Background: an optimization exercise with open tools, aiming at small area. Do not read the settings as production practice. In this exercise RTL edits were held to simulation tests only and were not proved equivalent to the original. No activity file was given, so power comes from the tool's default toggle rates.

==> design/flow/design.v <==
module cbs_rca #(parameter W = 8) (
    input  wire [W-1:0] a,
    input  wire [W-1:0] b,
    input  wire         ci,
    output wire [W-1:0] s,
    output wire         co
);
    wire [W:0] c;
    assign c[0] = ci;
    genvar i;
    generate for (i = 0; i < W; i = i + 1) begin : g
        assign s[i]   = a[i] ^ b[i] ^ c[i];
        assign c[i+1] = (a[i] & b[i]) | (a[i] & c[i]) | (b[i] & c[i]);
    end endgenerate
    assign co = c[W];
endmodule
module cbs_csel #(parameter W = 16, parameter L = 8) (
    input  wire [W-1:0] a,
    input  wire [W-1:0] b,
    input  wire         ci,
    output wire [W-1:0] s,
    output wire         co
);
    wire         cl, c0, c1;
    wire [W-L-1:0] h0, h1;
    cbs_rca #(L)   lo  (.a(a[L-1:0]), .b(b[L-1:0]), .ci(ci),   .s(s[L-1:0]), .co(cl));
    cbs_rca #(W-L) hi0 (.a(a[W-1:L]), .b(b[W-1:L]), .ci(1'b0), .s(h0), .co(c0));
    cbs_rca #(W-L) hi1 (.a(a[W-1:L]), .b(b[W-1:L]), .ci(1'b1), .s(h1), .co(c1));
    assign s[W-1:L] = cl ? h1 : h0;
    assign co = cl ? c1 : c0;
endmodule
module cbs_csel3 #(parameter W = 16, parameter L1 = 6, parameter L2 = 11) (
    input  wire [W-1:0] a,
    input  wire [W-1:0] b,
    input  wire         ci,
    output wire [W-1:0] s,
    output wire         co
);
    wire cl, m0, m1, h0c, h1c, cm;
    wire [L2-L1-1:0] ms0, ms1;
    wire [W-L2-1:0]  hs0, hs1;
    cbs_rca #(L1)    lo  (.a(a[L1-1:0]),  .b(b[L1-1:0]),  .ci(ci),   .s(s[L1-1:0]), .co(cl));
    cbs_rca #(L2-L1) mi0 (.a(a[L2-1:L1]), .b(b[L2-1:L1]), .ci(1'b0), .s(ms0), .co(m0));
    cbs_rca #(L2-L1) mi1 (.a(a[L2-1:L1]), .b(b[L2-1:L1]), .ci(1'b1), .s(ms1), .co(m1));
    cbs_rca #(W-L2)  hi0 (.a(a[W-1:L2]),  .b(b[W-1:L2]),  .ci(1'b0), .s(hs0), .co(h0c));
    cbs_rca #(W-L2)  hi1 (.a(a[W-1:L2]),  .b(b[W-1:L2]),  .ci(1'b1), .s(hs1), .co(h1c));
    assign s[L2-1:L1] = cl ? ms1 : ms0;
    assign cm = cl ? m1 : m0;
    assign s[W-1:L2] = cm ? hs1 : hs0;
    assign co = cm ? h1c : h0c;
endmodule
module cbs_window_quad (
    input  wire        clk,
    input  wire        rst,
    input  wire        trig,
    input  wire [15:0] cfg_len,
    input  wire        cfg_sinc3,
    input  wire [3:0]  bits,
    input  wire [63:0] cal_ofs,
    input  wire [79:0] cal_gain,
    input  wire [3:0]  cal_valid,
    input  wire [3:0]  offset_bin,
    output wire        ready,
    output reg         done,
    output wire [63:0] code,
    output wire [3:0]  clamp,
    output wire [3:0]  cal_inv,
    output wire [15:0] len_out
);
    reg        open;
    reg        sinc3;
    reg [15:0] mreg;       
    reg [1:0]  r3;         
    reg [15:0] pc;         
    reg [1:0]  phase;
    reg [28:0] wgt;        
    reg [15:0] bv;         
    reg [15:0] len_cap;
    wire start = trig && !open && !rst;
    assign ready = !open;
    wire [15:0] pc_inc   = pc + 16'd1;
    wire        divstep  = sinc3 && (phase == 2'd0) && (pc[15:5] == 11'd0) &&
                           !(pc[4] && (pc[3:0] != 4'd0));
    wire        hit      = (pc_inc == mreg) && !divstep;
    wire        last     = open && hit && (!sinc3 || phase == 2'd2);
    wire [2:0]  r3x      = {r3, mreg[15]};
    wire        r3ge     = (r3x >= 3'd3);
    wire [1:0]  r3n      = r3ge ? (r3x[1:0] - 2'd3) : r3x[1:0];
    wire [15:0] wlo;
    wire        wco;
    cbs_rca #(16) wadd (.a(wgt[15:0]), .b(bv), .ci(1'b0), .s(wlo), .co(wco));
    wire [12:0] whi = wgt[28:16] + {13{bv[15]}} + {12'd0, wco};
    wire [15:0] m3;
    cbs_rca #(16) madd (.a(mreg), .b({mreg[14:0], 1'b0}), .ci(1'b0), .s(m3), .co());
    always @(posedge clk) begin
        if (rst)
            open <= 1'b0;
        else if (start)
            open <= 1'b1;
        else if (last)
            open <= 1'b0;
        if (start) begin
            sinc3 <= cfg_sinc3;
            mreg  <= cfg_len;
            r3    <= 2'd0;
            pc    <= 16'd1;
            phase <= 2'd0;
            wgt   <= cfg_sinc3 ? 29'd0 : 29'd1;
            bv    <= cfg_sinc3 ? 16'd1 : 16'd0;
        end else begin
            if (divstep) begin
                mreg <= {mreg[14:0], r3ge};
                r3   <= r3n;
            end
            if (hit && sinc3 && phase != 2'd2) begin
                pc    <= 16'd0;
                phase <= phase + 2'd1;
            end else begin
                pc <= pc_inc;
            end
            wgt <= {whi, wlo};
            if (sinc3)
                bv <= bv + ((phase == 2'd1) ? 16'hfffe : 16'd1);
        end
        if (last)
            len_cap <= sinc3 ? m3 : mreg;
    end
    reg [3:0] bits_r;
    reg       first_r, last_r, last_rr, last_r3;
    always @(posedge clk) begin
        bits_r  <= bits;
        first_r <= start;
        if (rst) begin
            last_r  <= 1'b0;
            last_rr <= 1'b0;
            last_r3 <= 1'b0;
        end else begin
            last_r  <= last;
            last_rr <= last_r;
            last_r3 <= last_rr;
        end
    end
    reg  [43:0] acc [0:4];
    reg  [4:0]  cp;
    reg  [17:0] pfx [0:4];
    reg  [4:0]  fz;            
    reg  [4:0]  rel;           
    reg  [4:1]  cwr;           
    wire [4:0]  bsel5 = {1'b1, bits_r};
    reg         tick_r;
    always @(posedge clk)
        tick_r <= (start || open) && !rst;
    wire [15:0] ncode;
    wire        nclamp;
    genvar ch;
    generate for (ch = 0; ch < 5; ch = ch + 1) begin : g_acc
        wire        hold = fz[ch] && !rel[ch];
        wire        on   = tick_r && bsel5[ch];
        wire        zb   = !hold && (first_r || rel[ch]);
        wire [43:0] abase = zb ? 44'd0 : acc[ch];
        wire [43:0] base  = abase | ((rel[ch] && !first_r) ? {26'd0, pfx[ch]} : 44'd0);
        wire        cpb   = !zb && cp[ch];
        wire [28:0] add   = (on && !hold) ? wgt : 29'd0;
        wire [14:0] lo;
        wire        c15;
        cbs_rca #(15) al (.a(base[14:0]), .b(add[14:0]), .ci(1'b0), .s(lo), .co(c15));
        wire [13:0] hl;
        wire        c29;
        cbs_rca #(14) ah (.a(base[28:15]), .b(add[28:15]), .ci(cpb), .s(hl), .co(c29));
        wire [14:0] hh = base[43:29] + {14'd0, c29};
        always @(posedge clk) begin
            acc[ch] <= {hh, hl, lo};
            cp[ch]  <= c15;
        end
        if (ch == 0) begin : g_p0
            always @(posedge clk)
                pfx[ch] <= {17'd0, hold && on && wgt[0]};
        end else begin : g_pc
            wire [17:0] pbase = (hold && first_r) ? 18'd0 : pfx[ch];
            wire [13:0] padd  = (on && hold) ? wgt[13:0] : 14'd0;
            wire [13:0] plo;
            wire        pco;
            cbs_rca #(14) p (.a(pbase[13:0]), .b(padd), .ci(1'b0), .s(plo), .co(pco));
            wire [3:0]  phi = pbase[17:14] + {3'd0, pco};
            always @(posedge clk)
                pfx[ch] <= cwr[ch] ? {~cal_valid[ch-1], nclamp, ncode} : {phi, plo};
        end
    end endgenerate
    reg        pp_on, pre;
    reg [4:0]  s;
    reg [2:0]  gch;
    wire [43:0] dcap = acc[4];
    wire gu_load  = pp_on && !pre && (s == 5'd0);
    wire gu_step  = pp_on && !pre && (s != 5'd0) && (s != 5'd21);
    wire gu_final = pp_on && !pre && (s == 5'd21);
    reg  du_load;
    always @(posedge clk)
        du_load <= last_rr || (pp_on && !pre && s == 5'd3);
    wire fin      = gu_load && gch == 3'd4;
    always @(posedge clk) begin
        if (rst) begin
            pp_on <= 1'b0;
            done  <= 1'b0;
        end else begin
            done <= fin;
            if (last_r3) begin
                pp_on <= 1'b1;
                pre   <= 1'b1;
                s     <= 5'd1;
                gch   <= 3'd0;
            end else if (pp_on) begin
                if (pre) begin
                    if (s == 5'd17) begin
                        pre <= 1'b0;
                        s   <= 5'd0;
                    end else
                        s <= s + 5'd1;
                end else if (fin) begin
                    pp_on <= 1'b0;
                end else if (s == 5'd21) begin
                    s   <= 5'd0;
                    gch <= gch + 3'd1;
                end else
                    s <= s + 5'd1;
            end
        end
    end
    reg [43:0] du_r;
    reg [16:0] du_q;
    reg  [1:0] du_ch;
    always @(posedge clk)
        du_ch <= last_rr ? 2'd0 : gch[1:0] + 2'd1;
    reg [43:0] asel;
    always @(*)
        case (du_ch)
            2'd0: asel = acc[0];
            2'd1: asel = acc[1];
            2'd2: asel = acc[2];
            default: asel = acc[3];
        endcase
    wire [44:0] du_t = {du_r, du_q[16]};
    wire [44:0] du_x = du_load ? {2'b0, asel[43:1]} : du_t;
    wire [44:0] du_y = du_load ? {4'b0, asel[43:3]} : ~{1'b0, dcap};
    wire        du_ci = du_load ? (asel[2] & asel[0]) : 1'b1;
    wire [44:0] du_c;
    wire        du_co;
    cbs_csel3 #(45, 17, 31) dsub (.a(du_x), .b(du_y), .ci(du_ci), .s(du_c), .co(du_co));
    always @(posedge clk) begin
        if (du_load) begin
            du_r <= du_c[43:0];
            du_q <= {asel[2] ^ asel[0], asel[1], asel[0], 14'd0};
        end else begin
            du_r <= du_co ? du_c[43:0] : du_t[43:0];
            du_q <= {du_q[15:0], du_co};
        end
    end
    wire [1:0]  gc = gch[1:0];
    reg  [19:0] gsel;
    reg  [15:0] osel;
    reg         obsel;
    always @(*) begin
        gsel  = cal_valid[gc] ? cal_gain[20*gc +: 20] : 20'h80000;
        osel  = cal_valid[gc] ? cal_ofs[16*gc +: 16] : 16'd0;
        obsel = offset_bin[gc - 2'd1];
    end
    wire [17:0] e1n;
    cbs_rca #(18) eadd (.a({1'b0, du_q}), .b(~({{2{osel[15]}}, osel} + 18'd40960)),
                        .ci(1'b1), .s(e1n), .co());
    reg  [43:0] r0;
    reg  [17:0] e1;
    reg  [44:0] gr;        
    reg         gn, gz, gcur, gprev;
    reg  [1:0]  dreg;
    reg  [37:0] K;
    wire [4:0]  gbi   = 5'd19 - s;
    wire        gnext = (s <= 5'd19) ? gsel[gbi] : 1'b0;
    wire [45:0] x2  = {gr, 1'b0};
    wire [45:0] ym  = gcur ? {2'b0, r0} : 46'd0;
    wire [45:0] z1  = gn ? {2'b0, dcap} : ~{2'b0, dcap};        
    wire [45:0] z2  = gn ? 46'd0 : ~{1'b0, dcap, 1'b0};          
    wire [45:0] s1  = x2 ^ ym ^ z1;
    wire [45:0] k1  = (x2 & ym) | (x2 & z1) | (ym & z1);
    wire [45:0] s2  = x2 ^ ym ^ z2;
    wire [45:0] k2  = (x2 & ym) | (x2 & z2) | (ym & z2);
    wire [45:0] c1, c2;
    cbs_csel3 #(46, 17, 32) cp1 (.a(s1), .b({k1[44:0], !gn}), .ci(1'b0), .s(c1), .co());
    cbs_csel3 #(46, 17, 32) cp2 (.a(s2), .b({k2[44:0], !gn}), .ci(1'b0), .s(c2), .co());
    wire        r0z = (r0 == 44'd0);
    wire        znx = (c1 == 46'd0) || (c2 == 46'd0) || (gz && (!gcur || r0z));
    wire [17:0] klo;
    wire        kco;
    cbs_rca #(18) kadd (.a({K[16:0], dreg[0] | dreg[1]}), .b(gprev ? e1 : 18'd0),
                        .ci(dreg[1]), .s(klo), .co(kco));
    wire [19:0] khi = K[36:17] + {20{gprev & e1[17]}} + {19'd0, kco};
    always @(posedge clk) begin
        if (gu_load) begin
            r0 <= du_r;
            e1 <= e1n;
        end
        if (gu_load) begin
            K     <= 38'd0;
            gr    <= 45'd0;
            gn    <= 1'b0;
            gz    <= 1'b1;
            dreg  <= 2'd0;
            gprev <= 1'b0;
        end else begin
            K     <= {khi, klo};
            gprev <= gcur;
            if (!c2[45]) begin
                gr <= c2[44:0]; gn <= 1'b0; dreg <= 2'd2;
            end else if (!c1[45]) begin
                gr <= c1[44:0]; gn <= 1'b0; dreg <= 2'd1;
            end else begin
                gr <= c1[44:0]; gn <= 1'b1; dreg <= 2'd0;
            end
            if (gu_step)
                gz <= znx;
        end
        gcur <= gnext;
    end
    wire [18:0] kh   = K[37:19];
    wire        low0 = (K[17:0] == 18'd0);
    wire        inc  = K[37] ? (K[18] && (!gz || !low0)) : K[18];
    wire [18:0] nv   = kh + {18'd0, inc};
    wire        sat  = (nv[18:15] != 4'b0000) && (nv[18:15] != 4'b1111);
    wire [15:0] nc   = sat ? (nv[18] ? 16'h8000 : 16'h7fff) : nv[15:0];
    assign ncode  = nc ^ {obsel, 15'd0};
    assign nclamp = sat;
    wire [1:0] gn1 = gch[1:0] + 2'd1;
    always @(posedge clk) begin
        if (rst) begin
            fz <= 5'd0;
        end else if (last_r) begin
            fz <= 5'b11111;
        end else begin
            fz <= fz & ~rel;
        end
        rel[0] <= last_rr;
        rel[1] <= pp_on && !pre && s == 5'd3 && gn1 == 2'd1 && gch != 3'd4;
        rel[2] <= pp_on && !pre && s == 5'd3 && gn1 == 2'd2 && gch != 3'd4;
        rel[3] <= pp_on && !pre && s == 5'd3 && gn1 == 2'd3 && gch != 3'd4;
        rel[4] <= pp_on && !pre && s == 5'd20 && gch == 3'd3;
        cwr[1] <= pp_on && !pre && s == 5'd21 && gch == 3'd0;
        cwr[2] <= pp_on && !pre && s == 5'd21 && gch == 3'd1;
        cwr[3] <= pp_on && !pre && s == 5'd21 && gch == 3'd2;
        cwr[4] <= pp_on && !pre && s == 5'd21 && gch == 3'd3;
    end
    assign code    = {pfx[4][15:0], pfx[3][15:0], pfx[2][15:0], pfx[1][15:0]};
    assign clamp   = {pfx[4][16], pfx[3][16], pfx[2][16], pfx[1][16]};
    assign cal_inv = {pfx[4][17], pfx[3][17], pfx[2][17], pfx[1][17]};
    assign len_out = len_cap;
endmodule
==> design/flow/flow/run.sh <==
#!/bin/bash
# Custom flow: the standard flow with two changes that do not touch the
# design, its registers or its constraints:
#  - synthesis maps the logic with the ABC script in abc_map.script
#    (an area-recovering &nf mapping) instead of ORFS's abc_speed.script;
#  - port buffers use the smallest buffer cell.
# Everything else (scripts, settings, power grid, taps) is ORFS's own.
set -euo pipefail
HERE=$(pwd)
rm -rf "$HERE/scripts_mod"
cp -r "$FLOW_HOME/scripts" "$HERE/scripts_mod"
cp "$HERE/flow/abc_map.script" "$HERE/scripts_mod/abc_speed.script"
bash standard.sh SCRIPTS_DIR="$HERE/scripts_mod" \
    BUFFER_PORTS_ARGS="-buffer_cell sky130_fd_sc_hd__buf_1" finish > standard.log 2>&1
==> design/flow/flow/abc_map.script <==
strash
&get -n
&fraig -x
&put
scorr
dc2
dretime
strash
&get -n
&dch -f
&nf {D}
&put
buffer -c
topo
stime -c
upsize -c
dnsize -c
==> design/flow/standard.sh <==
#!/bin/bash
# synth_recipe.tcl (not shown) runs the flow's synth.tcl, then flattens the netlist and writes it again
# the make line also repeats each setting of config.mk as NAME=value (left out here)
make -C /OpenROAD-flow-scripts/flow DESIGN_CONFIG=/design/flow/config.mk WORK_HOME=/design/flow/orfs CLKGATE_MAP_FILE= SYNTH_SCRIPT=/design/flow/synth_recipe.tcl "${@:-finish}"
==> design/flow/config.mk <==
export PLATFORM = sky130hd
export DESIGN_NAME = cbs_window_quad
export DESIGN_NICKNAME = cbs_window_quad
export VERILOG_FILES = /design/flow/design.v
export SDC_FILE = /design/flow/constraint.sdc
export NUM_CORES = 8
export LEC_CHECK = 0
export CAP_MARGIN = 20
export CORE_MARGIN = 2
export CORE_UTILIZATION = 70
export CTS_BUF_LIST = sky130_fd_sc_hd__clkbuf_8 sky130_fd_sc_hd__clkbuf_16
export CTS_CLUSTER_DIAMETER = 60
export CTS_CLUSTER_SIZE = 30
export GPL_ROUTABILITY_DRIVEN = 0
export GPL_TIMING_DRIVEN = 0
export PLACE_DENSITY = 0.75
export SLEW_MARGIN = 20
==> design/flow/constraint.sdc <==
create_clock -name core_clock -period 15.0 [get_ports {clk}]
set_input_delay 3.0000 -clock core_clock [delete_from_list [all_inputs] [get_ports {clk}]]
set_output_delay 3.0000 -clock core_clock [all_outputs]
set_load 0.01 [all_outputs]
==> results of run 1 <==
==> per-layer routing <==
layer	global-route usage	vias to the layer above
met3	0.0586	262
met2	0.577	1151
met4	0.131	0
met5	0	-
met1	0.498	15400
li1	-	14700
==> repair_timing <==
action	4_1_cts	5_1_grt
setup buffers	1	3
resized for setup	22	49
pin swaps	1	3
hold buffers	0	0
setup endpoints to repair	45	93
==> layout by cell type, fill, tap and decap left out, drive strengths merged, types with 79 or more instances in the layout <==
cell	synthesis	routed
buf	45	313
nand2	401	401
and2	314	314
xor2	79	79
a21oi	211	211
xnor2	103	103
clkbuf	134	173
o21ai	174	174
fa	391	391
dfxtp	526	526
ha	237	237
inv	430	449
edfxtp	120	120
nor2	291	291
==> final timing paths <==
check,to,slack [ps],cells after the start
worst min-delay path,r0[41]$_DFFE_PP_,450,0
worst min register to register,r0[41]$_DFFE_PP_,450,0
worst max-delay path,du_r[43]$_DFF_P_,670,45
worst max register to register,du_r[43]$_DFF_P_,670,45
==> registers in the layout (all words and copies together), names as in the netlist, 3 cells and up <==
register and cells:
bv 16, r0 44, gr 45, cp 5
du_r 44, wgt 29, e1 18, acc 220
du_q 17, s 5, pc 16, rel 5
bits_r 4, mreg 16, len_cap 16, K 38
cwr 4, gch 3, fz 5, pfx 73
==> area by class of cell <==
class | count | share of cell area
plain buffers | 166 | 0.0160
clock buffers | 48 | 0.0262
clock inverters | 39 | 0.0129
inverters | 431 | 0.0358
multi-input cells | 2975 | 0.552
flip-flops and latches | 646 | 0.312
well taps | 773 | 0.0213
repair buffers | 272 | 0.0236
==> power by group through the flow <==
stage	clock network, mW	logic (mW)	registers [mW]
floorplan	0	4.23	2.67
global placement	0	5.29	2.88
detailed placement	0	5.52	2.89
CTS	1.46	5.57	2.86
global route	1.52	6.37	2.93
finish	1.45	5.66	2.88
==> through the flow <==
stage	hold WS, ps	instance area, um2	setup TNS [ps]	total power, mW
3_5_place_dp	428	43500	-100970	8.41
2_1_floorplan	368	41400	0	6.90
3_3_place_gp	421	43400	-119710	8.17
4_1_cts	452	45300	0	9.89
6_report	451	45300	0	9.99
5_1_grt	460	45300	-46.9	10.8
==> worst reg2reg max path, delay by kind of cell (launching register included) <==
kind	cells	cell delay (ps)
flops	1	330
buf+inv	4	1020
fa+ha+maj	18	8110
compound gates	20	4110
simple gates	2	290
mux	1	330
==> cell families after synthesis <==
| family | count (synthesis) | synth area share |
|---|---|---|
| AO/OA/AOI/OAI | 728 | 0.112 |
| XOR/XNOR | 182 | 0.0385 |
| buffers and inverters | 610 | 0.0561 |
| AND/OR/NAND/NOR | 1355 | 0.161 |
| flip-flops | 646 | 0.341 |
| multiplexers | 82 | 0.0315 |
| adder cells (fa/ha/maj) | 628 | 0.260 |
==> impl_metrics.ini, run 1 <==
[die]
die_area_um2 = 61200
start_util = 0.705
fp.dieH_um = 247
coreArea_um2 = 58800
die_w_um = 247
fp-row-count = 89
io-pin-count = 266

[status]
status = finished clean

[setup_path]
arrival_ps = 14840
crit_start = du_ch[0]$_SDFF_PP0_
path_buf_inv = 4
crit_path_max_fanout = 19
regToRegStartpoint = du_ch[0]$_SDFF_PP0_
critPathKind = flop to flop
crit_top_cell = fa_1
cp_top_family = adder cells
cp-end-kind = flop
required_ps = 15520
start_kind = flop
crit_slowest_cell = fa_1
slowest_delay_ps = 490

[final_layout]
instances_no_fill = 5350
register_area_um2 = 14100
fin_nets = 5343
utilization = 0.771
n_antenna_cell = 0
n_fill_cell = 4194
drive_gt1_frac = 0.0529
area_growth_pct = 9.40
multi_input_area_um2 = 25000

[grt]
first_global_vias = 31000
grt_pass1_wl_um = 169000
grt_max_degree = 46
grt_remaining_overflow = 0
grt_use_total = 0.360
antenna_found_initial = 0

[timing]
relSlewSlack = 0.296
fin_ws_ps = 675
finalMaxSlewViolations = 0
tightest_slew_ps = 1050
fin_crit_sh = 0.955
skew_ps = 32.4
finalSetupViolations = 0
fin_crit_ps = 14330
fmax_ghz = 0.0698
hold_viol = 0

[power]
seqPwrFrac = 0.288
pwr-share-clk = 0.145
leakagePower_nw = 19.9
combPwrFrac = 0.567
switching_power_mw = 4.47
p_per_area_nw_per_um2 = 220
p_int_mw = 5.52
vdd_drop_max_v = 0.000502
switching_share = 0.447

[placed_design]
port_buffers = 265
dp_hpwl_um = 86900
dp_cells = 5272
dp_slack_ps = -2340

[logic_synthesis]
synth_cells = 4231
synth_edf_count = 120
synth-async-reset-ratio = 0
syn-num-nets = 5035
yosys.cell_types.count = 65
ys_top_cells_by_area = dfxtp_1, fa_1, edfxtp_1, ha_1, and2_1
yosys_warnings = 3
synthDominantAreaCellType = dfxtp_1
ys_seq_area_frac = 0.341
synth_top_cell_area_share = 0.254
avgSynthCellArea_um2 = 9.80
synthMostInstantiatedCell = dfxtp_1
yosys-top-cells-count = dfxtp_1, inv_1, nand2_1, fa_1, and2_1
synthesis.area_um2 = 41400
ys_ff_latch = 646
synth_ff_type = dfxtp_1

[route]
wl_met2_um = 49700
ant_nets = 0
wirelength_um = 108000
post_drt_wl_per_cell_um = 20.2
drt_iter0_markers = 2739
wl_met3_um = 8640
drcViolationCount = 0
wl_met1_um = 45500
vias = 31500
drt_pre_antenna_iters = 9
highest-signal-layer = met4
drt-vias-per-instance = 5.89

[clocking]
tritoncts = done
clk_pin_slew_ps = 100
cts_max_path_buffers = 3
clk_latency_ps = 630
numCtsBuffers = 47
cts.sinks = 646
root_buffer = clkbuf_16
htreeDepth = 2

[hold_path]
min_from = du_r[41]$_DFF_P_
hold_class = flop to flop

[job]
max_cap_violations = 0
==> run 2: changes to the inputs <==
--- a/design/flow/config.mk
+++ b/design/flow/config.mk
@@ -12,6 +12,4 @@
 export CTS_CLUSTER_DIAMETER = 60
 export CTS_CLUSTER_SIZE = 30
-export GPL_ROUTABILITY_DRIVEN = 0
-export GPL_TIMING_DRIVEN = 0
 export PLACE_DENSITY = 0.75
 export SLEW_MARGIN = 20
==> run 2 against run 1 <==
Via count fell by 3.2%. Die area did not move. Global-route usage fell by 2.3 points. Critical endpoint is now du_r[18]$_DFF_P_.
==> impl_metrics.ini, run 2 <==
[logic_synthesis]
synth-async-reset-ratio = 0
synthDominantAreaCellType = dfxtp_1
avgSynthCellArea_um2 = 9.80
synth_top_cell_area_share = 0.254
yosys_warnings = 3
synth_edf_count = 120
ys_top_cells_by_area = dfxtp_1, fa_1, edfxtp_1, ha_1, and2_1
synth_ff_type = dfxtp_1
yosys.cell_types.count = 65
ys_seq_area_frac = 0.341
synthesis.area_um2 = 41400
synthMostInstantiatedCell = dfxtp_1
synth_cells = 4231
ys_ff_latch = 646
yosys-top-cells-count = dfxtp_1, inv_1, nand2_1, fa_1, and2_1
syn-num-nets = 5035

[die]
io-pin-count = 266
fp.dieH_um = 247
coreArea_um2 = 58800
start_util = 0.705
die_area_um2 = 61200
die_w_um = 247
fp-row-count = 89

[final_layout]
n_fill_cell = 4252
final_area_um2 = 44700
final_common_cell = dfxtp_1
top_regs = acc x220, pfx x73, gr x45
instances_no_fill = 5215
mostFrequentLayoutCells = dfxtp_1, inv_1, nand2_1
fin_nets = 5210
area_growth_pct = 7.96
drive_gt1_frac = 0.0543
largest_reg_flops = 220
multi_input_area_um2 = 25100
register_area_um2 = 14100
regMostFlops = acc
n_antenna_cell = 0
utilization = 0.761

[power]
pwr-share-clk = 0.141
combPwrFrac = 0.561
seqPwrFrac = 0.297
p_int_mw = 5.43
leakagePower_nw = 19.7
fin_total_pwr_mw = 9.75
p_per_area_nw_per_um2 = 218
switching_share = 0.443
vdd_drop_max_v = 0.000293
switching_power_mw = 4.32

[setup_path]
arrival_ps = 14500
crit_top_cell = fa_1
start_kind = flop
slowest_delay_ps = 480
critPathKind = flop to flop
required_ps = 15480
cp-end-kind = flop
crit_path_max_fanout = 80
crit_start = du_ch[0]$_SDFF_PP0_
crit_slowest_cell = fa_1
regToRegStartpoint = du_ch[0]$_SDFF_PP0_

[clocking]
tritoncts = done
cts_max_path_buffers = 3
clk_pin_slew_ps = 100
hold_buffers = 0
numCtsBuffers = 44
htreeDepth = 2
root_buffer = clkbuf_16
clk_latency_ps = 620
cts.sinks = 646

[timing]
hold_viol = 0
tightest_slew_ps = 1100
finalSetupViolations = 0
fmax_ghz = 0.0713
skew_ps = 31.2
relSlewSlack = 0.267
setup_tns_ps = 0
finalMaxSlewViolations = 0
fin_crit_sh = 0.935
holdWs_ps = 451
fin_ws_ps = 980
fin_crit_ps = 14020
rsz0062_at_grt = false

[route]
vias = 30500
wirelength_um = 101000
drt_iter0_markers = 2308
drcViolationCount = 0
ant_nets = 0
drt-vias-per-instance = 5.85
drt_pre_antenna_iters = 6
post_drt_wl_per_cell_um = 19.4

[grt]
grt_use_total = 0.337
antenna_found_initial = 0
grt_remaining_overflow = 0
grt_pass1_wl_um = 161000
first_global_vias = 30000
grt_max_degree = 81

[placed_design]
dp_cells = 5129
dp_slack_ps = 834
port_buffers = 265
dp_hpwl_um = 77900
dpl_cell_area_um2 = 43100
gp_congestion = 0.933

[hold_path]
min_from = du_r[41]$_DFF_P_
hold_class = flop to flop

[job]
max_cap_violations = 0

[status]
status = finished clean
==> run 2: cell count changes in the layout (fill, tap and decap cells not counted), moves of 3 or more <==
cell / delta
clkinv_8: -3
buf_2: -11
o21ai_1: -3
clkbuf_2: -7
o21ai_4: +4
inv_12: +4
clkinv_16: -3
clkbuf_4: -7
buf_4: +32
buf_1: -22
clkbuf_1: -110
==> run 2: final timing paths <==
| path | to | slack (ps) | depth (start not counted) |
|---|---|---|---|
| worst min register to register | r0[41]$_DFFE_PP_ | 450 | 0 |
| worst max-delay path | du_r[18]$_DFF_P_ | 980 | 44 |
| worst max register to register | du_r[18]$_DFF_P_ | 980 | 44 |
| worst min-delay path | r0[41]$_DFFE_PP_ | 450 | 0 |
==> run 2: final cells by class <==
| class | instances | share of cell area |
|---|---|---|
| well taps | 773 | 0.0216 |
| inverters | 431 | 0.0362 |
| repair buffers | 308 | 0.0297 |
| clock inverters | 34 | 0.00982 |
| flip-flops and latches | 646 | 0.316 |
| multi-input cells | 2975 | 0.560 |
| clock buffers | 48 | 0.0266 |
==> run 2: repair_timing <==
item                                    in CTS  in global routing
gates resized for setup                      0                  1
buffers inserted                             0                  4
endpoints found under the hold margin        0                  0
endpoints found under the setup margin       0                 81
==> run 2: power by group through the flow <==
stage	Sequential, mW	Combinational [mW]	Clock, mW
global placement	2.91	5.18	0
finish	2.90	5.47	1.38
global route	2.95	6.18	1.45
floorplan	2.67	4.23	0
detailed placement	2.91	5.41	0
CTS	2.88	5.44	1.39
==> run 2: worst max-delay path: cells and delay by family (launching register included) <==
| family | cells | cell delay [ps] |
|---|---|---|
| DFF | 1 | 430 |
| adders and majority gates | 17 | 7930 |
| buffers and inverters | 3 | 910 |
| and+or+nand+nor | 2 | 370 |
| AOI/OAI and AO/OA | 22 | 4180 |
==> run 2: cells by family after synthesis <==
| kind of cell | after synthesis | share of synthesized area |
|---|---|---|
| buffers and inverters | 610 | 0.0561 |
| muxes | 82 | 0.0315 |
| AOI/OAI and AO/OA | 728 | 0.112 |
| xor gates and xnor gates | 182 | 0.0385 |
| and+or+nand+nor | 1355 | 0.161 |
| adders and majority gates | 628 | 0.260 |
| DFF | 646 | 0.341 |
==> run 2: routing by layer <==
layer,vias to the layer above,track usage,part of all wire
met3,193,0.0458,0.069
met1,14900,0.494,0.45
met2,947,0.522,0.45
li1,14500,-,-
met4,0,0.103,0.033
met5,-,0,0
==> run 3: changes to the inputs <==
--- a/design/flow/config.mk
+++ b/design/flow/config.mk
@@ -10,6 +10,6 @@
 export CORE_UTILIZATION = 70
 export CTS_BUF_LIST = sky130_fd_sc_hd__clkbuf_8 sky130_fd_sc_hd__clkbuf_16
-export CTS_CLUSTER_DIAMETER = 60
-export CTS_CLUSTER_SIZE = 30
+export CTS_CLUSTER_DIAMETER = 70
+export CTS_CLUSTER_SIZE = 32
 export PLACE_DENSITY = 0.75
 export SLEW_MARGIN = 20
==> run 3 against run 2 <==
Register-to-register slack barely moved. Die area did not move. Routed wire length fell by 0.96%. Sequential power barely moved. Clock power fell by 8%. Worst hold slack improved by 1.1 ps. First-iteration DRC count rose by 3.5%. Cell count fell by 0.13%. Clock skew fell by 1.2 ps. Flip-flop and latch count did not move. Total power fell by 1.2%. Area after synthesis did not move.
==> impl_metrics.ini, run 3 <==
[placed_design]
dpl_cell_area_um2 = 43100
dp_hpwl_um = 77900
port_buffers = 265
gp_congestion = 0.933
dp_cells = 5129

[setup_path]
crit_start = du_ch[0]$_SDFF_PP0_
slowest_delay_ps = 480
reg2reg_to = du_r[18]$_DFF_P_
cp-end-kind = flop
crit_top_cell = fa_1
crit_path_max_fanout = 80
crit_slowest_cell = fa_1
worstSetupEndpoint = du_r[18]$_DFF_P_
required_ps = 15480
arrival_ps = 14490
timing.reg2reg.setup_slack_ps = 990
regToRegStartpoint = du_ch[0]$_SDFF_PP0_
critPathKind = flop to flop
r2r_cells = 44
start_kind = flop

[final_layout]
instances_no_fill = 5208
drive_gt1_frac = 0.0516
top_regs = acc x220, pfx x73, gr x45
largest_reg_flops = 220
area_growth_pct = 7.51
final_area_um2 = 44600
final_common_cell = dfxtp_1
regMostFlops = acc
fin_nets = 5206
mostFrequentLayoutCells = dfxtp_1, inv_1, nand2_1

[logic_synthesis]
synthDominantAreaCellType = dfxtp_1
synth-simple-area-share = 0.161
synth_compound_area_frac = 0.112
ys_seq_area_frac = 0.341
ys_ff_latch = 646
yosys_warnings = 3
synth-async-reset-ratio = 0
synthesis.area_um2 = 41400
yosys.cell_types.count = 65
synthMuxAreaShare = 0.0315
avgSynthCellArea_um2 = 9.80
syn-num-nets = 5035
synth_fa_ha_area_frac = 0.260
synthMostInstantiatedCell = dfxtp_1
yosys.area_share.xor_xnor = 0.0385
synth_cells = 4231
yosys-top-cells-count = dfxtp_1, inv_1, nand2_1, fa_1, and2_1
synth_top_family_by_area = adder cells
synth_top_cell_area_share = 0.254
synth_edf_count = 120
synth_ff_type = dfxtp_1
ys_top_cells_by_area = dfxtp_1, fa_1, edfxtp_1, ha_1, and2_1

[clocking]
clk_pin_slew_ps = 100
cts.sinks = 646
tritoncts = done
clk_latency_ps = 610
cts_max_path_buffers = 3
root_buffer = clkbuf_16
htreeDepth = 2
numCtsBuffers = 40

[power]
fin_total_pwr_mw = 9.63
p_per_area_nw_per_um2 = 216
leakagePower_nw = 19.6
vdd_drop_max_v = 0.000268

[route]
drt-vias-per-instance = 5.84
drcViolationCount = 0
wirelength_um = 100000
ant_nets = 0
vias = 30400
drt_iter0_markers = 2389
drt_pre_antenna_iters = 6
post_drt_wl_per_cell_um = 19.3

[die]
coreArea_um2 = 58800
io-pin-count = 266
die_w_um = 247
fp.dieH_um = 247
fp-row-count = 89
start_util = 0.705
die_area_um2 = 61200

[hold_path]
hold_class = flop to flop

[timing]
rsz0062_at_grt = false
relSlewSlack = 0.261
finalMaxSlewViolations = 0
setup_tns_ps = 0
skew_ps = 30.1
fmax_ghz = 0.0714
fin_crit_ps = 14010
finalSetupViolations = 0
hold_viol = 0
fin_crit_sh = 0.934
tightest_slew_ps = 1110

[grt]
grt_use_total = 0.335
grt_remaining_overflow = 0
antenna_found_initial = 1
first_global_vias = 29900
grt_max_degree = 81
grt_pass1_wl_um = 160000

[status]
status = finished clean

[job]
max_cap_violations = 0
run 3: how the worst min path moves through the flow:
| stage | slack [ps] | from | endpoint | depth (start not counted) |
|---|---|---|---|---|
| finish | 450 | du_r[41]$_DFF_P_ | r0[41]$_DFFE_PP_ | 0 |
| global route | 470 | du_r[21]$_DFF_P_ | du_r[22]$_DFF_P_ | 2 |
| CTS | 450 | last_rr$_SDFF_PP0_ | rel[0]$_DFF_P_ | 0 |
| detailed placement | 430 | du_r[41]$_DFF_P_ | r0[41]$_DFFE_PP_ | 0 |
| global placement | 420 | du_r[25]$_DFF_P_ | r0[25]$_DFFE_PP_ | 0 |
| floorplan | 370 | last_rr$_SDFF_PP0_ | rel[0]$_DFF_P_ | 0 |
run 3: metal layers:
| layer | routed length, um | vias to the layer above | track usage |
|---|---|---|---|
| met5 | 0 | - | 0 |
| met3 | 6850 | 171 | 0.0483 |
| met4 | 3190 | 0 | 0.104 |
| met1 | 45400 | 14900 | 0.490 |
| met2 | 44900 | 914 | 0.518 |
| li1 | - | 14400 | - |
run 3: kinds of logic (layout without fill, tap and decap cells):
| logic type | count (synthesis) | count (layout) |
|---|---|---|
| AO/OA/AOI/OAI | 728 | 728 |
| XOR/XNOR | 182 | 182 |
| adder cells (fa/ha/maj) | 628 | 628 |
| buffers and inverters | 610 | 813 |
| flip-flops | 646 | 646 |
| multiplexers | 82 | 82 |
| other | 0 | 1 |
| AND/OR/NAND/NOR | 1355 | 1355 |
run 3: layout make-up:
cell class / count / area [um2]
flip-flops and latches: 646 / 14100
well taps: 773 / 967
fillers: 4309 / 14200
repair buffers: 308 / 1330
diodes: 1 / 2.50
inverters: 431 / 1620
multi-input cells: 2975 / 25100
clock buffers: 45 / 1080
clock inverters: 29 / 359
run 3: power by group:
group          internal, mW  switching (mW)  total (mW)  leakage (nW)
logic                  2.42            3.04        5.47          13.4
clock network         0.582           0.690        1.27         0.719
registers              2.35           0.539        2.89          5.47
total                  5.36            4.27        9.63          19.6
run 3: stage by stage:
step           utilization  setup WS [ps]  hold slack, ps
2_1_floorplan            -            321             368
3_3_place_gp         0.733           1140             420
3_5_place_dp         0.733            834             429
4_1_cts              0.757            727             453
5_1_grt              0.758           61.3             469
6_report             0.758            988             452
run 3: worst max-delay path: cells and delay by family (launching register included):
kind                       cells  cell delay, ps
buffers and inverters          3             920
AOI/OAI and AO/OA             22            4190
DFF                            1             430
adders and majority gates     17            7950
and+or+nand+nor                2             370
run 3: what timing repair did:
action | 4_1_cts | 5_1_grt
buffers inserted | 0 | 4
hold buffers | 0 | 0
resized for setup | 0 | 1
setup endpoints to repair | 0 | 77
hold endpoints to repair | 0 | 0
==> run 4: changes to the inputs <==
--- a/design/flow/design.v
+++ b/design/flow/design.v
@@ -70,7 +70,6 @@
     reg        open;
     reg        sinc3;
-    reg [15:0] mreg;       
-    reg [1:0]  r3;         
-    reg [15:0] pc;         
+    reg [15:0] lreg;       
+    reg [15:0] cnt;        
     reg [1:0]  phase;
     reg [28:0] wgt;        
@@ -79,18 +78,16 @@
     wire start = trig && !open && !rst;
     assign ready = !open;
-    wire [15:0] pc_inc   = pc + 16'd1;
-    wire        divstep  = sinc3 && (phase == 2'd0) && (pc[15:5] == 11'd0) &&
-                           !(pc[4] && (pc[3:0] != 4'd0));
-    wire        hit      = (pc_inc == mreg) && !divstep;
-    wire        last     = open && hit && (!sinc3 || phase == 2'd2);
-    wire [2:0]  r3x      = {r3, mreg[15]};
-    wire        r3ge     = (r3x >= 3'd3);
-    wire [1:0]  r3n      = r3ge ? (r3x[1:0] - 2'd3) : r3x[1:0];
+    wire        csmall = (cnt[15:4] == 12'd0);
+    wire        hit    = csmall && (sinc3 ? ((phase == 2'd0) ? (cnt[3:0] >= 4'd6 && cnt[3:0] <= 4'd8)
+                                                             : (cnt[3:0] >= 4'd3 && cnt[3:0] <= 4'd5))
+                                          : (cnt[3:0] == 4'd2));
+    wire        last   = open && hit && (!sinc3 || phase == 2'd2);
+    wire [15:0] cdec   = cnt + (sinc3 ? 16'hfffd : 16'hffff);
     wire [15:0] wlo;
     wire        wco;
     cbs_rca #(16) wadd (.a(wgt[15:0]), .b(bv), .ci(1'b0), .s(wlo), .co(wco));
     wire [12:0] whi = wgt[28:16] + {13{bv[15]}} + {12'd0, wco};
-    wire [15:0] m3;
-    cbs_rca #(16) madd (.a(mreg), .b({mreg[14:0], 1'b0}), .ci(1'b0), .s(m3), .co());
+    wire [1:0]  r3  = cnt[1:0] + 2'd1;     
+    wire [15:0] span = lreg - {14'd0, sinc3 ? r3 : 2'd0};
     always @(posedge clk) begin
         if (rst)
@@ -102,20 +99,15 @@
         if (start) begin
             sinc3 <= cfg_sinc3;
-            mreg  <= cfg_len;
-            r3    <= 2'd0;
-            pc    <= 16'd1;
+            lreg  <= cfg_len;
+            cnt   <= cfg_len;
             phase <= 2'd0;
             wgt   <= cfg_sinc3 ? 29'd0 : 29'd1;
             bv    <= cfg_sinc3 ? 16'd1 : 16'd0;
         end else begin
-            if (divstep) begin
-                mreg <= {mreg[14:0], r3ge};
-                r3   <= r3n;
-            end
             if (hit && sinc3 && phase != 2'd2) begin
-                pc    <= 16'd0;
+                cnt   <= lreg;
                 phase <= phase + 2'd1;
             end else begin
-                pc <= pc_inc;
+                cnt <= cdec;
             end
             wgt <= {whi, wlo};
@@ -124,5 +116,5 @@
         end
         if (last)
-            len_cap <= sinc3 ? m3 : mreg;
+            len_cap <= span;
     end
     reg [3:0] bits_r;
==> run 4 against run 3 <==
Still clean on timing, DRC and antenna. Clock power increased by 3%. Final area decreased by 0.76%. Routed wire length is 1.6% higher. Critical path depth up 1. Cell count shrank 1.0%. Synthesized cell count decreased by 1.1%. Area after synthesis fell by 0.96%. First-iteration DRC count rose by 11%. Largest cell class unchanged. Largest power group unchanged.
==> impl_metrics.ini, run 4 <==
[status]
status = finished clean

[route]
post_drt_wl_per_cell_um = 19.8
drt_iter0_markers = 2658
drcViolationCount = 0
ant_nets = 0
drt_pre_antenna_iters = 8
wirelength_um = 102000
wl_met1_um = 44300
vias = 30300
drt-vias-per-instance = 5.88
wl_met2_um = 45100
highest-signal-layer = met5
wl_met3_um = 8580

[grt]
first_global_vias = 30500
grt_use_total = 0.347
grt_remaining_overflow = 0
antenna_found_initial = 0
grt_pass1_wl_um = 163000
grt_max_degree = 75

[timing]
fmax_ghz = 0.0703
fin_crit_ps = 14230
finalSetupViolations = 0
skew_ps = 45.4
rsz0062_at_grt = false
setup_tns_ps = 0
hold_viol = 0
tightest_slew_ps = 1270
finalMaxSlewViolations = 0
relSlewSlack = 0.144
fin_crit_sh = 0.948

[placed_design]
dp_hpwl_um = 79300
port_buffers = 265
gp_congestion = 0.954
dp_cells = 5082

[power]
leakagePower_nw = 19.4
p_per_area_nw_per_um2 = 217
vdd_drop_max_v = 0.000276

[logic_synthesis]
avgSynthCellArea_um2 = 9.81
ys_seq_area_frac = 0.343
synth_cells = 4185
yosys-top-cells-count = dfxtp_1, inv_1, nand2_1, fa_1, and2_1
synth_ff_type = dfxtp_1
synthDominantAreaCellType = dfxtp_1
yosys_warnings = 3
synth-async-reset-ratio = 0
synth_top_cell_area_share = 0.256
ys_top_cells_by_area = dfxtp_1, fa_1, edfxtp_1, ha_1, and2_1
synthMostInstantiatedCell = dfxtp_1
synth_edf_count = 120
ys_ff_latch = 644
syn-num-nets = 4979
synthesis.area_um2 = 41000
yosys.cell_types.count = 72

[die]
start_util = 0.710
fp.dieH_um = 246
fp-row-count = 88
coreArea_um2 = 57800
die_w_um = 246
io-pin-count = 266
die_area_um2 = 60600

[clocking]
cts_max_path_buffers = 3
clk_pin_slew_ps = 100
htreeDepth = 2
cts.sinks = 644
numCtsBuffers = 39
tritoncts = done
cts_setup_buffers = 0
root_buffer = clkbuf_16
clk_latency_ps = 630

[final_layout]
instances_no_fill = 5155
mostFrequentLayoutCells = dfxtp_1, inv_1, nand2_1
regMostFlops = acc
register_area_um2 = 14100
final_common_cell = dfxtp_1
multi_input_area_um2 = 24700
n_antenna_cell = 0
fin_nets = 5153
drive_gt1_frac = 0.0485
area_growth_pct = 7.72
n_fill_cell = 4156
largest_reg_flops = 220
top_regs = acc x220, pfx x73, gr x45

[setup_path]
reg2reg_to = gr[10]$_SDFF_PP0_
required_ps = 15510
crit_path_max_fanout = 25
timing.reg2reg.setup_slack_ps = 770
slowest_delay_ps = 500
start_kind = flop
arrival_ps = 14730
critPathKind = flop to flop
r2r_cells = 45
cp-end-kind = flop
crit_top_cell = fa_1
regToRegStartpoint = gn$_SDFF_PP0_
crit_slowest_cell = fa_1

[hold_path]
hold_class = flop to flop
hold_path_end = du_r[21]$_DFF_P_
hold_path_depth = 2
min_from = du_r[20]$_DFF_P_

[job]
max_cap_violations = 0
-- run 4: routing by layer --
metal  vias to the layer above  global-route usage
met4                         2               0.125
met2                      1044               0.529
li1                      14300                   -
met1                     14800               0.492
met5                         -             0.00899
met3                       202              0.0712
-- run 4: where the power goes --
group	leakage, nW	switching (mW)	internal (mW)
registers	5.45	0.533	2.32
clock network	0.729	0.734	0.576
logic	13.2	3.03	2.40
-- run 4: cell families (layout without fill, tap and decap cells) --
family	Yosys count	count (layout)	synth area share
and+or+nand+nor	1327	1327	0.161
muxes	62	62	0.0265
xor gates and xnor gates	187	187	0.0399
buffers and inverters	599	804	0.0554
AOI/OAI and AO/OA	748	748	0.116
DFF	644	644	0.343
adders and majority gates	618	618	0.258
-- run 4: worst max path at each step --
| stage | startpoint | endpoint | slack [ps] |
|---|---|---|---|
| 3_5_place_dp | gn$_SDFF_PP0_ | gr[13]$_SDFF_PP0_ | 740 |
| 4_1_cts | gn$_SDFF_PP0_ | gr[14]$_SDFF_PP0_ | 630 |
| 2_1_floorplan | du_ch[1]$_SDFF_PP0_ | du_r[22]$_DFF_P_ | 370 |
| 3_3_place_gp | gn$_SDFF_PP0_ | gr[11]$_SDFF_PP0_ | 1080 |
| 6_report | gn$_SDFF_PP0_ | gr[10]$_SDFF_PP0_ | 770 |
| 5_1_grt | gn$_SDFF_PP0_ | gr[2]$_SDFF_PP0_ | 20 |
-- run 4: final cells by class --
| class | count | share of cell area |
|---|---|---|
| timing repair buffer | 306 | 0.0295 |
| clock buffer | 40 | 0.0226 |
| sequential | 644 | 0.319 |
| clock inverter | 32 | 0.0115 |
| inverter | 425 | 0.0362 |
| tap | 765 | 0.0216 |
| timing repair inverter | 1 | 0.000170 |
| multi-input combinational | 2942 | 0.560 |
-- run 4: repair_timing --
| action | in CTS | in global routing |
|---|---|---|
| endpoints found under the hold margin | 0 | 0 |
| setup endpoints to repair | 0 | 22 |
| hold buffers | 0 | 0 |
| resized for setup | 0 | 2 |
-- run 4: critical path, delay by kind of cell (launching register included) --
family                   cells  cell delay, ps
AND/OR/NAND/NOR              2             300
multiplexers                 1             230
adder cells (fa/ha/maj)     18            8140
AO/OA/AOI/OAI               19            3700
flip-flops                   1             370
buffers and inverters        4            1200
XOR/XNOR                     1             180
-- run 4: through the flow --
stage	cell area [um2]	util	total power, mW	setup WS, ps	hold WS, ps
floorplan	41000	-	6.75	369	368
global placement	42700	0.739	7.95	1080	423
detailed placement	42700	0.739	8.17	740	421
CTS	44200	0.765	9.51	632	428
global route	44200	0.765	10.4	15.0	453
finish	44200	0.765	9.59	775	443
==> run 5: changes to the inputs <==
--- a/design/flow/design.v
+++ b/design/flow/design.v
@@ -15,19 +15,4 @@
     assign co = c[W];
 endmodule
-module cbs_csel #(parameter W = 16, parameter L = 8) (
-    input  wire [W-1:0] a,
-    input  wire [W-1:0] b,
-    input  wire         ci,
-    output wire [W-1:0] s,
-    output wire         co
-);
-    wire         cl, c0, c1;
-    wire [W-L-1:0] h0, h1;
-    cbs_rca #(L)   lo  (.a(a[L-1:0]), .b(b[L-1:0]), .ci(ci),   .s(s[L-1:0]), .co(cl));
-    cbs_rca #(W-L) hi0 (.a(a[W-1:L]), .b(b[W-1:L]), .ci(1'b0), .s(h0), .co(c0));
-    cbs_rca #(W-L) hi1 (.a(a[W-1:L]), .b(b[W-1:L]), .ci(1'b1), .s(h1), .co(c1));
-    assign s[W-1:L] = cl ? h1 : h0;
-    assign co = cl ? c1 : c0;
-endmodule
 module cbs_csel3 #(parameter W = 16, parameter L1 = 6, parameter L2 = 11) (
     input  wire [W-1:0] a,
@@ -169,12 +154,19 @@
                 pfx[ch] <= {17'd0, hold && on && wgt[0]};
         end else begin : g_pc
+            localparam integer PA = (ch == 1) ? 8 : (ch == 2) ? 10 : (ch == 3) ? 12 : 13;
+            localparam integer PS = (ch == 1) ? 11 : (ch == 2) ? 14 : (ch == 3) ? 16 : 18;
             wire [17:0] pbase = (hold && first_r) ? 18'd0 : pfx[ch];
-            wire [13:0] padd  = (on && hold) ? wgt[13:0] : 14'd0;
-            wire [13:0] plo;
-            wire        pco;
-            cbs_rca #(14) p (.a(pbase[13:0]), .b(padd), .ci(1'b0), .s(plo), .co(pco));
-            wire [3:0]  phi = pbase[17:14] + {3'd0, pco};
+            wire [PA-1:0] padd = (on && hold) ? wgt[PA-1:0] : {PA{1'b0}};
+            wire [PA-1:0] plo;
+            wire          pco;
+            cbs_rca #(PA) p (.a(pbase[PA-1:0]), .b(padd), .ci(1'b0), .s(plo), .co(pco));
+            wire [PS-PA-1:0] pmid = pbase[PS-1:PA] + {{(PS-PA-1){1'b0}}, pco};
+            wire [17:0] psum;
+            assign psum[PS-1:0] = {pmid, plo};
+            if (PS < 18) begin : g_top
+                assign psum[17:PS] = pbase[17:PS];
+            end
             always @(posedge clk)
-                pfx[ch] <= cwr[ch] ? {~cal_valid[ch-1], nclamp, ncode} : {phi, plo};
+                pfx[ch] <= cwr[ch] ? {~cal_valid[ch-1], nclamp, ncode} : psum;
         end
     end endgenerate
--- a/design/flow/config.mk
+++ b/design/flow/config.mk
@@ -6,5 +6,5 @@
 export NUM_CORES = 8
 export LEC_CHECK = 0
-export CAP_MARGIN = 20
+export CAP_MARGIN = 5
 export CORE_MARGIN = 2
 export CORE_UTILIZATION = 70
@@ -13,3 +13,3 @@
 export CTS_CLUSTER_SIZE = 32
 export PLACE_DENSITY = 0.75
-export SLEW_MARGIN = 20
+export SLEW_MARGIN = 5
==> run 5 against run 4 <==
Core utilization decreased by 0.23 points. Non-clock buffer count increased by 9. Global-route usage decreased by 0.53 points. Register-to-register slack improved by 30 ps. Clock power decreased by 4%. Die area decreased by 0.69%. Clock skew decreased by 5.3 ps. Critical path depth decreased by 3. First-iteration DRC count decreased by 17%. Flip-flop and latch count unchanged. Count of clock-buffer cells in the layout increased by 2. Final area decreased by 0.68%.
==> impl_metrics.ini, run 5 <==
[setup_path]
crit_slowest_cell = dfxtp_1
crit_path_max_fanout = 59
worstSetupEndpoint = du_r[26]$_DFF_P_
r2r_cells = 42
critPathKind = flop to flop
start_kind = flop
crit_start = du_ch[1]$_SDFF_PP0_
cp_top_family = adder cells
cp-end-kind = flop
timing.reg2reg.setup_slack_ps = 810
reg2reg_to = du_r[26]$_DFF_P_
slowest_delay_ps = 550
required_ps = 15440
path_buf_inv = 2
regToRegStartpoint = du_ch[1]$_SDFF_PP0_
arrival_ps = 14630
crit_top_cell = fa_1
worst-path-stages = 42

[placed_design]
dp_cells = 5035
gp_congestion = 0.958
dp_hpwl_um = 79200
port_buffers = 265
dp_slack_ps = 712

[logic_synthesis]
synthDominantAreaCellType = dfxtp_1
synth_top_cell_area_share = 0.251
ys_seq_area_frac = 0.349
synth_cells = 4125
yosys_warnings = 3
yosys-top-cells-count = dfxtp_1, inv_1, nand2_1, fa_1, and2_1
ys_top_cells_by_area = dfxtp_1, fa_1, edfxtp_1, ha_1, and2_1
ys_ff_latch = 644
synthesis.area_um2 = 40800
syn-num-nets = 4906
avgSynthCellArea_um2 = 9.88
yosys.cell_types.count = 67
synthMostInstantiatedCell = dfxtp_1
synth-async-reset-ratio = 0
synth_ff_type = dfxtp_1
synth_edf_count = 133

[timing]
skew_ps = 40.1
finalMaxSlewViolations = 0
fin_crit_sh = 0.946
finalSetupViolations = 0
rsz0062_at_grt = false
relSlewSlack = 0.0895
tightest_slew_ps = 1350
hold_viol = 0
fmax_ghz = 0.0704
fin_ws_ps = 805
setup_tns_ps = 0
fin_crit_ps = 14190

[die]
die_area_um2 = 60200
fp-row-count = 88
start_util = 0.708
io-pin-count = 266
die_w_um = 245
coreArea_um2 = 57600
fp.dieH_um = 245

[route]
vias = 30100
drt-vias-per-instance = 5.90
wl_met1_um = 43700
wirelength_um = 101000
drt_pre_antenna_iters = 7
ant_nets = 0
highest-signal-layer = met4
wl_met3_um = 8390
drcViolationCount = 0
wl_met2_um = 46100
drt_iter0_markers = 2201
post_drt_wl_per_cell_um = 19.7

[hold_path]
hold_class = flop to flop

[final_layout]
final_common_cell = dfxtp_1
fin_nets = 5092
largest_reg_flops = 220
instances_no_fill = 5107
regMostFlops = acc
area_growth_pct = 7.75
mostFrequentLayoutCells = dfxtp_1, inv_1, nand2_1
n_fill_cell = 4130
drive_gt1_frac = 0.0495
top_regs = acc x220, pfx x73, gr x45

[clocking]
tritoncts = done
hold_buffers = 0
clk_pin_slew_ps = 100
cts_resized = 0
clk_latency_ps = 610
cts_setup_buffers = 0
htreeDepth = 2
root_buffer = clkbuf_16
cts_max_path_buffers = 3
cts.sinks = 644
numCtsBuffers = 39

[grt]
grt_use_total = 0.341
first_global_vias = 30100
grt_pass1_wl_um = 161000
antenna_found_initial = 2
grt_max_degree = 66
grt_remaining_overflow = 0

[status]
status = finished clean

[power]
leakagePower_nw = 19.2
vdd_drop_max_v = 0.000301
p_per_area_nw_per_um2 = 216

[job]
max_cap_violations = 0
-- run 5: area by class of cell --
cell class / instances / area, um2 / share of cell area
Inverter: 421 / 1580 / 0.0361
Clock buffer: 42 / 1050 / 0.0239
Antenna cell: 1 / 2.50 / 0.0000570
Clock inverter: 29 / 368 / 0.00838
Timing Repair Buffer: 315 / 1370 / 0.0312
Multi-Input combinational cell: 2890 / 24400 / 0.555
Sequential cell: 644 / 14200 / 0.324
Tap cell: 765 / 957 / 0.0218
-- run 5: logic make-up after synthesis --
kind of cell,after synthesis,share of synthesized area
AOI/OAI and AO/OA,720,0.113
xor gates and xnor gates,188,0.0404
adders and majority gates,605,0.254
buffers and inverters,591,0.0550
DFF,644,0.349
muxes,78,0.0307
and+or+nand+nor,1299,0.158
-- run 5: worst min path at each step --
stage / start / to / slack, ps / depth (start not counted)
CTS: last_rr$_SDFF_PP0_ / rel[0]$_DFF_P_ / 400 / 0
floorplan: last_rr$_SDFF_PP0_ / rel[0]$_DFF_P_ / 370 / 0
global route: last_rr$_SDFF_PP0_ / rel[0]$_DFF_P_ / 420 / 0
global placement: last_rr$_SDFF_PP0_ / rel[0]$_DFF_P_ / 390 / 0
finish: last_rr$_SDFF_PP0_ / rel[0]$_DFF_P_ / 400 / 0
detailed placement: last_rr$_SDFF_PP0_ / rel[0]$_DFF_P_ / 390 / 0
-- run 5: report_power, final --
part           total (mW)  switching [mW]  internal (mW)
clock network        1.26           0.686          0.569
logic                5.43            3.03           2.40
registers            2.82           0.492           2.32
-- run 5: metal layers --
layer | vias up | global-route usage
met5 | - | 0
met4 | 0 | 0.0898
met3 | 163 | 0.0599
met2 | 1064 | 0.547
met1 | 14700 | 0.484
li1 | 14200 | -
-- run 5: per-stage QoR --
stage                     hold slack [ps]  area [um2]   util  power, mW
after CTS                             399       43900  0.762       9.46
after global placement                392       42500  0.738       7.93
after global routing                  419       43900  0.763       10.3
final                                 399       43900  0.763       9.51
after detailed placement              389       42500  0.738       8.16
after floorplan                       368       40800      -       6.74
==> run 6: changes to the inputs <==
--- a/design/flow/config.mk
+++ b/design/flow/config.mk
@@ -6,5 +6,5 @@
 export NUM_CORES = 8
 export LEC_CHECK = 0
-export CAP_MARGIN = 5
+export CAP_MARGIN = 20
 export CORE_MARGIN = 2
 export CORE_UTILIZATION = 70
@@ -13,3 +13,3 @@
 export CTS_CLUSTER_SIZE = 32
 export PLACE_DENSITY = 0.75
-export SLEW_MARGIN = 5
+export SLEW_MARGIN = 20
==> run 6 against run 5 <==
First-iteration DRC count grew 2.3%. Sequential power is essentially flat. Non-clock buffer count grew 1. Largest cell class unchanged.
==> impl_metrics.ini, run 6 <==
[status]
status = finished clean

[grt]
antenna_found_initial = 2
grt_max_degree = 66
first_global_vias = 30100
grt_pass1_wl_um = 161000
grt_use_total = 0.341
grt_remaining_overflow = 0

[die]
fp.dieH_um = 245
die_w_um = 245
die_area_um2 = 60200
coreArea_um2 = 57600
start_util = 0.708
fp-row-count = 88
io-pin-count = 266

[setup_path]
crit_slowest_cell = dfxtp_1
crit_path_max_fanout = 59
arrival_ps = 14630
required_ps = 15440
start_kind = flop
slowest_delay_ps = 550
critPathKind = flop to flop
cp-end-kind = flop
crit_top_cell = fa_1

[logic_synthesis]
synthesis.area_um2 = 40800
syn-num-nets = 4906
yosys-top-cells-count = dfxtp_1, inv_1, nand2_1, fa_1, and2_1
ys_top_cells_by_area = dfxtp_1, fa_1, edfxtp_1, ha_1, and2_1
ys_ff_latch = 644
synthMostInstantiatedCell = dfxtp_1
ys_seq_area_frac = 0.349
synth_top_cell_area_share = 0.251
synth-async-reset-ratio = 0
synth_edf_count = 133
synthDominantAreaCellType = dfxtp_1
yosys.cell_types.count = 67
avgSynthCellArea_um2 = 9.88
synth_ff_type = dfxtp_1
yosys_warnings = 3
synth_cells = 4125

[final_layout]
fin_nets = 5093
instances_no_fill = 5108
mostFrequentLayoutCells = dfxtp_1, inv_1, nand2_1
largest_reg_flops = 220
regMostFlops = acc
drive_gt1_frac = 0.0500
n_fill_cell = 4128
utilization = 0.763
final_common_cell = dfxtp_1
final_area_um2 = 43900
area_growth_pct = 7.77
top_regs = acc x220, pfx x73, gr x45

[power]
vdd_drop_max_v = 0.000298
fin_total_pwr_mw = 9.51
combPwrFrac = 0.572
switching_power_mw = 4.21
pwr-share-clk = 0.132
switching_share = 0.443
seqPwrFrac = 0.296
p_int_mw = 5.30
p_per_area_nw_per_um2 = 217
leakagePower_nw = 19.2

[clocking]
hold_buffers = 0
cts_max_path_buffers = 3
htreeDepth = 2
clk_latency_ps = 610
cts.sinks = 644
numCtsBuffers = 39
clk_pin_slew_ps = 100
tritoncts = done
root_buffer = clkbuf_16

[timing]
tightest_slew_ps = 1230
finalMaxSlewViolations = 0
fmax_ghz = 0.0705
relSlewSlack = 0.175
skew_ps = 38.4
finalSetupViolations = 0
fin_crit_sh = 0.946
hold_viol = 0
holdWs_ps = 402
fin_ws_ps = 811
rsz0062_at_grt = false
fin_crit_ps = 14190
setup_tns_ps = 0

[placed_design]
dp_hpwl_um = 79200
dp_cells = 5035
port_buffers = 265
dp_slack_ps = 712
gp_congestion = 0.958
dpl_cell_area_um2 = 42500

[job]
max_cap_violations = 0

[route]
drcViolationCount = 0
post_drt_wl_per_cell_um = 19.8
drt-vias-per-instance = 5.92
vias = 30200
wirelength_um = 101000
drt_pre_antenna_iters = 8
ant_nets = 0
drt_iter0_markers = 2251

[hold_path]
hold_class = flop to flop
run 6: cell counts after synthesis:
Identical to the previous run, type by type.
run 6: final timing paths:
| check | endpoint | cells past startpoint | slack (ps) | from |
|---|---|---|---|---|
| worst max-delay path | du_r[27]$_DFF_P_ | 42 | 810 | du_ch[1]$_SDFF_PP0_ |
| worst min-delay path | rel[0]$_DFF_P_ | 0 | 400 | last_rr$_SDFF_PP0_ |
| worst max register to register | du_r[27]$_DFF_P_ | 42 | 810 | du_ch[1]$_SDFF_PP0_ |
| worst min register to register | rel[0]$_DFF_P_ | 0 | 400 | last_rr$_SDFF_PP0_ |
run 6: final cells by class:
cell class	instances	area, um2	area share
Tap cell	765	957	0.0218
Inverter	421	1590	0.0361
Multi-Input combinational cell	2890	24400	0.555
Clock inverter	29	368	0.00837
Clock buffer	42	1050	0.0239
Timing Repair Buffer	316	1380	0.0313
Sequential cell	644	14200	0.324
Antenna cell	1	2.50	0.0000570
run 6: routing by layer:
| metal | share of wire | up-vias | wire length [um] | global-route usage |
|---|---|---|---|---|
| li1 | - | 14200 | - | - |
| met1 | 0.43 | 14800 | 43800 | 0.484 |
| met2 | 0.46 | 1099 | 46100 | 0.547 |
| met3 | 0.082 | 169 | 8270 | 0.0599 |
| met4 | 0.027 | 0 | 2730 | 0.0898 |
| met5 | 0 | - | 0 | 0 |
run 6: kinds of logic after synthesis:
logic type | count (synthesis) | share of synthesized area
simple gates | 1299 | 0.158
compound gates | 720 | 0.113
flops | 644 | 0.349
fa+ha+maj | 605 | 0.254
buf+inv | 591 | 0.0550
xor+xnor | 188 | 0.0404
mux | 78 | 0.0307
run 6: repair_timing:
action | CTS | global route
endpoints found under the setup margin | 0 | 19
setup buffers | 0 | 0
resized for setup | 0 | 2
endpoints found under the hold margin | 0 | 0
run 6: power groups by stage:
stage	registers, mW	clock network [mW]	logic, mW
finish	2.82	1.26	5.44
global route	2.87	1.32	6.15
CTS	2.80	1.27	5.40
detailed placement	2.83	0	5.33
global placement	2.83	0	5.10
floorplan	2.62	0	4.12
run 6: worst max-delay path: cells and delay by family (launching register included):
kind                     cells  cell delay (ps)
adder cells (fa/ha/maj)     17             7880
multiplexers                 1              100
AND/OR/NAND/NOR              2              340
flip-flops                   1              550
buffers and inverters        2              890
AO/OA/AOI/OAI               20             4200
==> run 7: changes to the inputs <==
--- a/design/flow/config.mk
+++ b/design/flow/config.mk
@@ -8,8 +8,8 @@
 export CAP_MARGIN = 20
 export CORE_MARGIN = 2
-export CORE_UTILIZATION = 70
+export CORE_UTILIZATION = 80
 export CTS_BUF_LIST = sky130_fd_sc_hd__clkbuf_8 sky130_fd_sc_hd__clkbuf_16
 export CTS_CLUSTER_DIAMETER = 70
 export CTS_CLUSTER_SIZE = 32
-export PLACE_DENSITY = 0.75
+export PLACE_DENSITY = 0.86
 export SLEW_MARGIN = 20
==> run 7 against run 6 <==
Critical path depth increased by 2. Still clean on timing, DRC and antenna. Clock power decreased by 3%. Via count up 4.5%. Routed wire length up 6.3%. Cell count down 2.1%. Global-route usage grew 7.1 points. Combinational power grew 5.0%. Count of clock-buffer cells in the layout decreased by 3. Flip-flop and latch count stayed put.
==> impl_metrics.ini, run 7 <==
[status]
status = finished clean

[timing]
tightest_slew_ps = 1280
relSlewSlack = 0.137
fmax_ghz = 0.0689
fin_crit_sh = 0.967
finalMaxSlewViolations = 0
hold_viol = 0
fin_crit_ps = 14510
skew_ps = 47.6
finalSetupViolations = 0
fin_ws_ps = 490

[logic_synthesis]
synth_edf_count = 133
syn-num-nets = 4906
ys_ff_latch = 644
synth_fa_ha_area_frac = 0.254
ys_top_cells_by_area = dfxtp_1, fa_1, edfxtp_1, ha_1, and2_1
avgSynthCellArea_um2 = 9.88
synth_ff_type = dfxtp_1
synth-simple-area-share = 0.158
yosys_warnings = 3
synthDominantAreaCellType = dfxtp_1
ys_seq_area_frac = 0.349
yosys.area_share.xor_xnor = 0.0404
synth_top_family_by_area = adder cells
yosys-top-cells-count = dfxtp_1, inv_1, nand2_1, fa_1, and2_1
synth-async-reset-ratio = 0
yosys.cell_types.count = 67
synth_compound_area_frac = 0.113
synthMuxAreaShare = 0.0307
synthesis.area_um2 = 40800
synth_top_cell_area_share = 0.251
synthMostInstantiatedCell = dfxtp_1
synth_cells = 4125

[setup_path]
crit_path_max_fanout = 71
start_kind = flop
crit_top_cell = fa_1
crit_start = du_ch[0]$_SDFF_PP0_
slowest_delay_ps = 520
crit_slowest_cell = dfxtp_1
regToRegStartpoint = du_ch[0]$_SDFF_PP0_
required_ps = 15510
critPathKind = flop to flop
arrival_ps = 15020
cp-end-kind = flop

[route]
vias = 31600
wirelength_um = 107000
drt_iter0_markers = 3242
ant_nets = 0
drcViolationCount = 0
drt_pre_antenna_iters = 7
post_drt_wl_per_cell_um = 21.5
drt-vias-per-instance = 6.32

[clocking]
clk_latency_ps = 620
clk_pin_slew_ps = 120
numCtsBuffers = 36
tritoncts = done
cts_max_path_buffers = 3
cts_setup_buffers = 0
cts.sinks = 644
root_buffer = clkbuf_16
htreeDepth = 2

[placed_design]
dp_hpwl_um = 79900
dp_cells = 4936
gp_congestion = 0.994
port_buffers = 265
dp_slack_ps = 529

[die]
io-pin-count = 266
die_area_um2 = 52800
fp-row-count = 82
coreArea_um2 = 50300
die_w_um = 230
fp.dieH_um = 230
start_util = 0.811

[final_layout]
top_regs = acc x220, pfx x73, gr x45
regMostFlops = acc
area_growth_pct = 7.11
final_common_cell = dfxtp_1
instances_no_fill = 5002
n_fill_cell = 2674
largest_reg_flops = 220
mostFrequentLayoutCells = dfxtp_1, inv_1, nand2_1
fin_nets = 5083
drive_gt1_frac = 0.0471

[grt]
grt_remaining_overflow = 0
grt_use_total = 0.413
antenna_found_initial = 3
grt_pass1_wl_um = 171000
grt_max_degree = 83
first_global_vias = 32400

[power]
p_per_area_nw_per_um2 = 224
leakagePower_nw = 19.1
vdd_drop_max_v = 0.000177

[job]
max_cap_violations = 0

[hold_path]
hold_class = flop to flop
min_from = last_rr$_SDFF_PP0_
run 7: cell counts after synthesis:
Identical to the previous run, type by type.
run 7: cell families after synthesis:
logic type / after synthesis
compound gates: 720
simple gates: 1299
mux: 78
fa+ha+maj: 605
xor+xnor: 188
buf+inv: 591
flops: 644
run 7: final timing paths:
path                                        end  slack [ps]  cells past startpoint
worst max register to register  du_r[8]$_DFF_P_         490                     44
worst min register to register   rel[0]$_DFF_P_         430                      0
worst min-delay path             rel[0]$_DFF_P_         430                      0
worst max-delay path            du_r[8]$_DFF_P_         490                     44
run 7: worst max-delay path, delay by kind of cell, from the launching register on:
| family | cells | cell delay [ps] |
|---|---|---|
| buffers and inverters | 2 | 820 |
| adders and majority gates | 17 | 7980 |
| AOI/OAI and AO/OA | 22 | 4550 |
| and+or+nand+nor | 3 | 460 |
| DFF | 1 | 520 |
run 7: area by class of cell:
class	instances	area, um2	area share
Antenna cell	2	5.00	0.000115
Clock buffer	39	953	0.0218
Clock inverter	25	362	0.00828
Inverter	421	1580	0.0363
Multi-Input combinational cell	2890	24400	0.558
Sequential cell	644	14200	0.326
Tap cell	672	841	0.0193
Timing Repair Buffer	309	1330	0.0305
run 7: metal layers:
metal / vias to the layer above / global-route usage / part of all wire / wire length (um)
met5: - / 0 / 0.00011 / 12
met2: 1789 / 0.676 / 0.47 / 50700
met1: 15300 / 0.551 / 0.38 / 40700
met3: 340 / 0.0696 / 0.10 / 10900
li1: 14100 / - / - / -
met4: 2 / 0.172 / 0.047 / 5060
run 7: what timing repair did:
item | CTS | global route
setup endpoints to repair | 0 | 53
resized for setup | 0 | 4
hold buffers | 0 | 0
run 7: power breakdown:
group / switching (mW) / leakage, nW / internal (mW) / total (mW)
Sequential: 0.511 / 5.45 / 2.32 / 2.83
Combinational: 3.25 / 13.0 / 2.46 / 5.71
Clock: 0.688 / 0.644 / 0.528 / 1.22
Total: 4.45 / 19.1 / 5.31 / 9.76
run 7: stage by stage:
stage / instance area, um2 / setup TNS [ps] / utilization / hold slack, ps / power, mW
final: 43700 / 0 / 0.868 / 429 / 9.76
after global routing: 43700 / -0.844 / 0.868 / 444 / 10.4
after CTS: 43600 / 0 / 0.868 / 436 / 9.61
after detailed placement: 42300 / 0 / 0.842 / 425 / 8.20
after global placement: 42300 / 0 / 0.842 / 416 / 7.84
after floorplan: 40800 / 0 / - / 368 / 6.74

Check on run 7: ideal ports give 0.490 ns setup slack; a clkbuf_16 on the clock port and buf_2 on the inputs give 0.490 ns; moving port delays by the midpoint clock arrival (0.654 ns) as well gives 0.490 ns.
